What follows belongs to an exercise in optimizing a design on an open flow for small area, a short achievable clock period and few clock cycles per item; a production flow would make more cautious choices.
Power and IR drop assume default switching activity.

Setup of red:
==> flow/design.v <==
module sha256_unit (
    input  wire         clk,
    input  wire         rst,
    input  wire         init,
    input  wire         blk_valid,
    input  wire [511:0] block,
    output wire         busy,
    output wire [255:0] digest
);
    reg  [31:0] a, b, c, d, e, f, g, h;            
    reg  [31:0] hs0, hs1, hs2, hs3, hs4, hs5, hs6, hs7;  
    reg  [31:0] w [0:15];                          
    reg  [31:0] pa, pe;                            
    reg  [5:0]  rnd;                               
    reg         running;
    reg         run_p;                             
    reg         first;                             
    assign busy   = running;
    assign digest = {a, hs1, hs2, hs3, e, hs5, hs6, hs7};
    wire last     = running & (rnd == 6'd0);       
    wire tail     = running & ((rnd == 6'd62) | (rnd == 6'd63) | (rnd == 6'd0));  
    wire acc_blk  = !running & blk_valid;
    wire run_next = acc_blk | (running & !last);
    wire load_iv  = rst | (!running & init);
    wire go       = running & !rst;
    wire pre_last_p = run_p & (rnd == 6'd63);
    reg [31:0] k;
    always @(*) begin
        case (rnd)
            6'd0:  k = 32'h428a2f98; 6'd1:  k = 32'h71374491; 6'd2:  k = 32'hb5c0fbcf; 6'd3:  k = 32'he9b5dba5;
            6'd4:  k = 32'h3956c25b; 6'd5:  k = 32'h59f111f1; 6'd6:  k = 32'h923f82a4; 6'd7:  k = 32'hab1c5ed5;
            6'd8:  k = 32'hd807aa98; 6'd9:  k = 32'h12835b01; 6'd10: k = 32'h243185be; 6'd11: k = 32'h550c7dc3;
            6'd12: k = 32'h72be5d74; 6'd13: k = 32'h80deb1fe; 6'd14: k = 32'h9bdc06a7; 6'd15: k = 32'hc19bf174;
            6'd16: k = 32'he49b69c1; 6'd17: k = 32'hefbe4786; 6'd18: k = 32'h0fc19dc6; 6'd19: k = 32'h240ca1cc;
            6'd20: k = 32'h2de92c6f; 6'd21: k = 32'h4a7484aa; 6'd22: k = 32'h5cb0a9dc; 6'd23: k = 32'h76f988da;
            6'd24: k = 32'h983e5152; 6'd25: k = 32'ha831c66d; 6'd26: k = 32'hb00327c8; 6'd27: k = 32'hbf597fc7;
            6'd28: k = 32'hc6e00bf3; 6'd29: k = 32'hd5a79147; 6'd30: k = 32'h06ca6351; 6'd31: k = 32'h14292967;
            6'd32: k = 32'h27b70a85; 6'd33: k = 32'h2e1b2138; 6'd34: k = 32'h4d2c6dfc; 6'd35: k = 32'h53380d13;
            6'd36: k = 32'h650a7354; 6'd37: k = 32'h766a0abb; 6'd38: k = 32'h81c2c92e; 6'd39: k = 32'h92722c85;
            6'd40: k = 32'ha2bfe8a1; 6'd41: k = 32'ha81a664b; 6'd42: k = 32'hc24b8b70; 6'd43: k = 32'hc76c51a3;
            6'd44: k = 32'hd192e819; 6'd45: k = 32'hd6990624; 6'd46: k = 32'hf40e3585; 6'd47: k = 32'h106aa070;
            6'd48: k = 32'h19a4c116; 6'd49: k = 32'h1e376c08; 6'd50: k = 32'h2748774c; 6'd51: k = 32'h34b0bcb5;
            6'd52: k = 32'h391c0cb3; 6'd53: k = 32'h4ed8aa4a; 6'd54: k = 32'h5b9cca4f; 6'd55: k = 32'h682e6ff3;
            6'd56: k = 32'h748f82ee; 6'd57: k = 32'h78a5636f; 6'd58: k = 32'h84c87814; 6'd59: k = 32'h8cc70208;
            6'd60: k = 32'h90befffa; 6'd61: k = 32'ha4506ceb; 6'd62: k = 32'hbef9a3f7; default: k = 32'hc67178f2;
        endcase
    end
    wire [31:0] w0f = w[0] & {32{first}};          
    wire [31:0] s1  = {e[5:0], e[31:6]} ^ {e[10:0], e[31:11]} ^ {e[24:0], e[31:25]};
    wire [31:0] ch  = (e & f) ^ (~e & g);
    wire [31:0] s0  = {a[1:0], a[31:2]} ^ {a[12:0], a[31:13]} ^ {a[21:0], a[31:22]};
    wire [31:0] mj  = (a & b) | (a & c) | (b & c);
    wire [31:0] x1s = pa ^ w0f ^ ch;
    wire [31:0] x1c = {(pa[30:0] & w0f[30:0]) | (pa[30:0] & ch[30:0]) | (w0f[30:0] & ch[30:0]), 1'b0};
    wire [31:0] z1s = mj ^ s1 ^ s0;
    wire [31:0] z1c = {(mj[30:0] & s1[30:0]) | (mj[30:0] & s0[30:0]) | (s1[30:0] & s0[30:0]), 1'b0};
    wire [31:0] x2s = x1s ^ x1c ^ z1s;
    wire [31:0] x2c = {(x1s[30:0] & x1c[30:0]) | (x1s[30:0] & z1s[30:0]) | (x1c[30:0] & z1s[30:0]), 1'b0};
    wire [31:0] x3s = x2s ^ x2c ^ z1c;
    wire [31:0] x3c = {(x2s[30:0] & x2c[30:0]) | (x2s[30:0] & z1c[30:0]) | (x2c[30:0] & z1c[30:0]), 1'b0};
    wire [31:0] a_new = x3s + x3c;
    wire [31:0] y1s = pe ^ w0f ^ ch;
    wire [31:0] y1c = {(pe[30:0] & w0f[30:0]) | (pe[30:0] & ch[30:0]) | (w0f[30:0] & ch[30:0]), 1'b0};
    wire [31:0] y2s = y1s ^ y1c ^ s1;
    wire [31:0] y2c = {(y1s[30:0] & y1c[30:0]) | (y1s[30:0] & s1[30:0]) | (y1c[30:0] & s1[30:0]), 1'b0};
    wire [31:0] e_new = y2s + y2c;
    wire [31:0] oph = run_p ? g : hs7;
    wire [31:0] opd = run_p ? c : hs3;
    wire [31:0] opw = run_p ? w[1] : 32'd0;
    wire [31:0] hs0f = hs0 & {32{pre_last_p}};
    wire [31:0] hs4f = hs4 & {32{pre_last_p}};
    wire [31:0] p1s = oph ^ opw ^ hs0f;
    wire [31:0] p1c = {(oph[30:0] & opw[30:0]) | (oph[30:0] & hs0f[30:0]) | (opw[30:0] & hs0f[30:0]), 1'b0};
    wire [31:0] p2s = p1s ^ p1c ^ k;
    wire [31:0] p2c = {(p1s[30:0] & p1c[30:0]) | (p1s[30:0] & k[30:0]) | (p1c[30:0] & k[30:0]), 1'b0};
    wire [31:0] pa_next = p2s + p2c;
    wire [31:0] q1s = oph ^ opw ^ opd;
    wire [31:0] q1c = {(oph[30:0] & opw[30:0]) | (oph[30:0] & opd[30:0]) | (opw[30:0] & opd[30:0]), 1'b0};
    wire [31:0] q2s = q1s ^ q1c ^ hs4f;
    wire [31:0] q2c = {(q1s[30:0] & q1c[30:0]) | (q1s[30:0] & hs4f[30:0]) | (q1c[30:0] & hs4f[30:0]), 1'b0};
    wire [31:0] q3s = q2s ^ q2c ^ k;
    wire [31:0] q3c = {(q2s[30:0] & q2c[30:0]) | (q2s[30:0] & k[30:0]) | (q2c[30:0] & k[30:0]), 1'b0};
    wire [31:0] pe_next = q3s + q3c;
    wire [31:0] w1    = w[1];
    wire [31:0] w14   = w[14];
    wire [31:0] ss0   = {w1[6:0], w1[31:7]} ^ {w1[17:0], w1[31:18]} ^ (w1 >> 3);
    wire [31:0] ss1   = {w14[16:0], w14[31:17]} ^ {w14[18:0], w14[31:19]} ^ (w14 >> 10);
    wire [31:0] w9    = w[9];
    wire [31:0] w0    = w[0];
    wire [31:0] m1s   = w0 ^ w9 ^ ss0;
    wire [31:0] m1c   = {(w0[30:0] & w9[30:0]) | (w0[30:0] & ss0[30:0]) | (w9[30:0] & ss0[30:0]), 1'b0};
    wire [31:0] m2s   = m1s ^ m1c ^ ss1;
    wire [31:0] m2c   = {(m1s[30:0] & m1c[30:0]) | (m1s[30:0] & ss1[30:0]) | (m1c[30:0] & ss1[30:0]), 1'b0};
    wire [31:0] w_new = m2s + m2c;
    wire [31:0] sum_a = hs3 + a;
    wire [31:0] sum_e = hs7 + e;
    integer i;
    always @(posedge clk) begin
        if (rst) begin
            running <= 1'b0;
            run_p   <= 1'b0;
            first   <= 1'b0;
            rnd     <= 6'd0;
        end else begin
            running <= run_next;
            run_p   <= (!run_p & blk_valid) | (run_p & (rnd != 6'd0));
            first   <= acc_blk;
            rnd     <= run_next ? rnd + 6'd1 : 6'd0;
        end
        if (go) begin
            a <= a_new;
            e <= e_new;
        end else if (load_iv) begin
            a <= 32'h6a09e667;
            e <= 32'h510e527f;
        end
        if (running) begin
            b <= a; c <= b; d <= c;
            f <= e; g <= f; h <= g;
        end else begin
            b <= hs1; c <= hs2; d <= hs3;
            f <= hs5; g <= hs6; h <= hs7;
            hs0 <= a;
            hs4 <= e;
        end
        if (load_iv) begin
            hs1 <= 32'hbb67ae85; hs2 <= 32'h3c6ef372; hs3 <= 32'ha54ff53a;
            hs5 <= 32'h9b05688c; hs6 <= 32'h1f83d9ab; hs7 <= 32'h5be0cd19;
        end else if (tail) begin
            hs1 <= sum_a; hs2 <= hs1; hs3 <= hs2;
            hs5 <= sum_e; hs6 <= hs5; hs7 <= hs6;
        end
        pa <= pa_next;
        pe <= pe_next;
        for (i = 0; i < 15; i = i + 1)
            w[i] <= running ? w[i+1] : {block[32*i +: 8], block[32*i+8 +: 8],
                                        block[32*i+16 +: 8], block[32*i+24 +: 8]};
        w[15] <= running ? w_new : {block[487:480], block[495:488], block[503:496], block[511:504]};
    end
endmodule
==> flow/config.mk <==
export PLATFORM = sky130hd
export DESIGN_NAME = sha256_unit
export DESIGN_NICKNAME = sha256_unit
export VERILOG_FILES = /design/flow/design.v
export SDC_FILE = /design/flow/constraint.sdc
export NUM_CORES = 4
export LEC_CHECK = 0
export CAP_MARGIN = 20
export CORE_MARGIN = 2
export CORE_UTILIZATION = 40
export SETUP_SLACK_MARGIN = 5
export SLEW_MARGIN = 20
==> flow/constraint.sdc <==
create_clock -name core_clock -period 10.0 [get_ports {clk}]
set_input_delay 2.0000 -clock core_clock [delete_from_list [all_inputs] [get_ports {clk}]]
set_output_delay 2.0000 -clock core_clock [all_outputs]
set_load 0.01 [all_outputs]
run.sh (not shown) runs the stock make flow with config.mk's settings and CLKGATE_MAP_FILE= SYNTH_SCRIPT=/design/flow/synth_recipe.tcl, a recipe that flattens the netlist after the stock synthesis.
### red -> blue
--- a/flow/design.v
+++ b/flow/design.v
@@ -18,6 +18,7 @@
     assign busy   = running;
     assign digest = {a, hs1, hs2, hs3, e, hs5, hs6, hs7};
     wire last     = running & (rnd == 6'd0);       
+    wire pre_last = running & (rnd == 6'd63);      
     wire tail     = running & ((rnd == 6'd62) | (rnd == 6'd63) | (rnd == 6'd0));  
     wire acc_blk  = !running & blk_valid;
     wire run_next = acc_blk | (running & !last);
@@ -67,31 +68,13 @@
     wire [31:0] oph = run_p ? g : hs7;
     wire [31:0] opd = run_p ? c : hs3;
     wire [31:0] opw = run_p ? w[1] : 32'd0;
-    wire [31:0] hs0f = hs0 & {32{pre_last_p}};
-    wire [31:0] hs4f = hs4 & {32{pre_last_p}};
-    wire [31:0] p1s = oph ^ opw ^ hs0f;
-    wire [31:0] p1c = {(oph[30:0] & opw[30:0]) | (oph[30:0] & hs0f[30:0]) | (opw[30:0] & hs0f[30:0]), 1'b0};
-    wire [31:0] p2s = p1s ^ p1c ^ k;
-    wire [31:0] p2c = {(p1s[30:0] & p1c[30:0]) | (p1s[30:0] & k[30:0]) | (p1c[30:0] & k[30:0]), 1'b0};
-    wire [31:0] pa_next = p2s + p2c;
-    wire [31:0] q1s = oph ^ opw ^ opd;
-    wire [31:0] q1c = {(oph[30:0] & opw[30:0]) | (oph[30:0] & opd[30:0]) | (opw[30:0] & opd[30:0]), 1'b0};
-    wire [31:0] q2s = q1s ^ q1c ^ hs4f;
-    wire [31:0] q2c = {(q1s[30:0] & q1c[30:0]) | (q1s[30:0] & hs4f[30:0]) | (q1c[30:0] & hs4f[30:0]), 1'b0};
-    wire [31:0] q3s = q2s ^ q2c ^ k;
-    wire [31:0] q3c = {(q2s[30:0] & q2c[30:0]) | (q2s[30:0] & k[30:0]) | (q2c[30:0] & k[30:0]), 1'b0};
-    wire [31:0] pe_next = q3s + q3c;
+    wire [31:0] pa_next = ((oph + opw) + (hs0 & {32{pre_last_p}})) + k;
+    wire [31:0] pe_next = (((oph + opw) + opd) + (hs4 & {32{pre_last_p}})) + k;
     wire [31:0] w1    = w[1];
     wire [31:0] w14   = w[14];
     wire [31:0] ss0   = {w1[6:0], w1[31:7]} ^ {w1[17:0], w1[31:18]} ^ (w1 >> 3);
     wire [31:0] ss1   = {w14[16:0], w14[31:17]} ^ {w14[18:0], w14[31:19]} ^ (w14 >> 10);
-    wire [31:0] w9    = w[9];
-    wire [31:0] w0    = w[0];
-    wire [31:0] m1s   = w0 ^ w9 ^ ss0;
-    wire [31:0] m1c   = {(w0[30:0] & w9[30:0]) | (w0[30:0] & ss0[30:0]) | (w9[30:0] & ss0[30:0]), 1'b0};
-    wire [31:0] m2s   = m1s ^ m1c ^ ss1;
-    wire [31:0] m2c   = {(m1s[30:0] & m1c[30:0]) | (m1s[30:0] & ss1[30:0]) | (m1c[30:0] & ss1[30:0]), 1'b0};
-    wire [31:0] w_new = m2s + m2c;
+    wire [31:0] w_new = ss1 + w[9] + ss0 + w[0];
     wire [31:0] sum_a = hs3 + a;
     wire [31:0] sum_e = hs7 + e;
     integer i;
Results
NOTE: final critical-path required period in blue exceeds that of red. Per the comparison of blue with red, core utilization increased 0.26 points, share of synthesized cell area in and, or, nand and nor gates shows an increase of 1.4 points, wire length per cell increased by 0.99 µm relative to the old numbers, synthesis-to-finish area growth saw an increase, xor/xnor cell area share of the yosys netlist shows no meaningful change. From red to blue the numbers moved as follows: total power of the final layout went up about 2%; area of the core stayed essentially flat; number of nets in the synthesized netlist has increased. Of blue and red, the lower minimum hold slack belongs to red. The final cell area excluding filler cells of blue is higher than that of red. In the final design statistics, blue uses more standard cells in total than red. In blue, the clock share of power came out 0.5 points above the value in red. | count of buffering cells on the critical path with inverters included | lower: red |.
Function was not checked in any run of this note: the RTL went through the layout flow alone.

## port drivers added, routing unchanged
Ports are ideal in the flow. The routed layouts listed here were re-timed in OpenROAD.
Step 1: set_driving_cell puts a clkbuf_16 on clk and a buf_2 on each other input, an assumption about the parent block.
Step 2 moves the port delays by t, midway between the first and last clock arrival at a register: inputs arrive t later, outputs are due t later. That takes back most of the time a late clock gives input paths.
Slacks: ideal / step 1 / step 2; pairs: ideal / step 1.
run	shift t [ns]	setup WS [ns]	worst hold slack (ns)	worst register clock-pin slew, ns	worst data-port slew with drivers (ns)
red	0.841	4.794 / 4.794 / 4.359	0.445 / 0.445 / 0.445	0.07 / 0.07	0.25
blue	0.838	3.886 / 3.886 / 3.886	0.453 / 0.453 / 0.453	0.07 / 0.07	0.15
After both steps setup and hold are still met in every run listed. For red, which loses most, drivers alone change the setup slack by 0.000 ns; drivers and shift together by -0.435 ns.
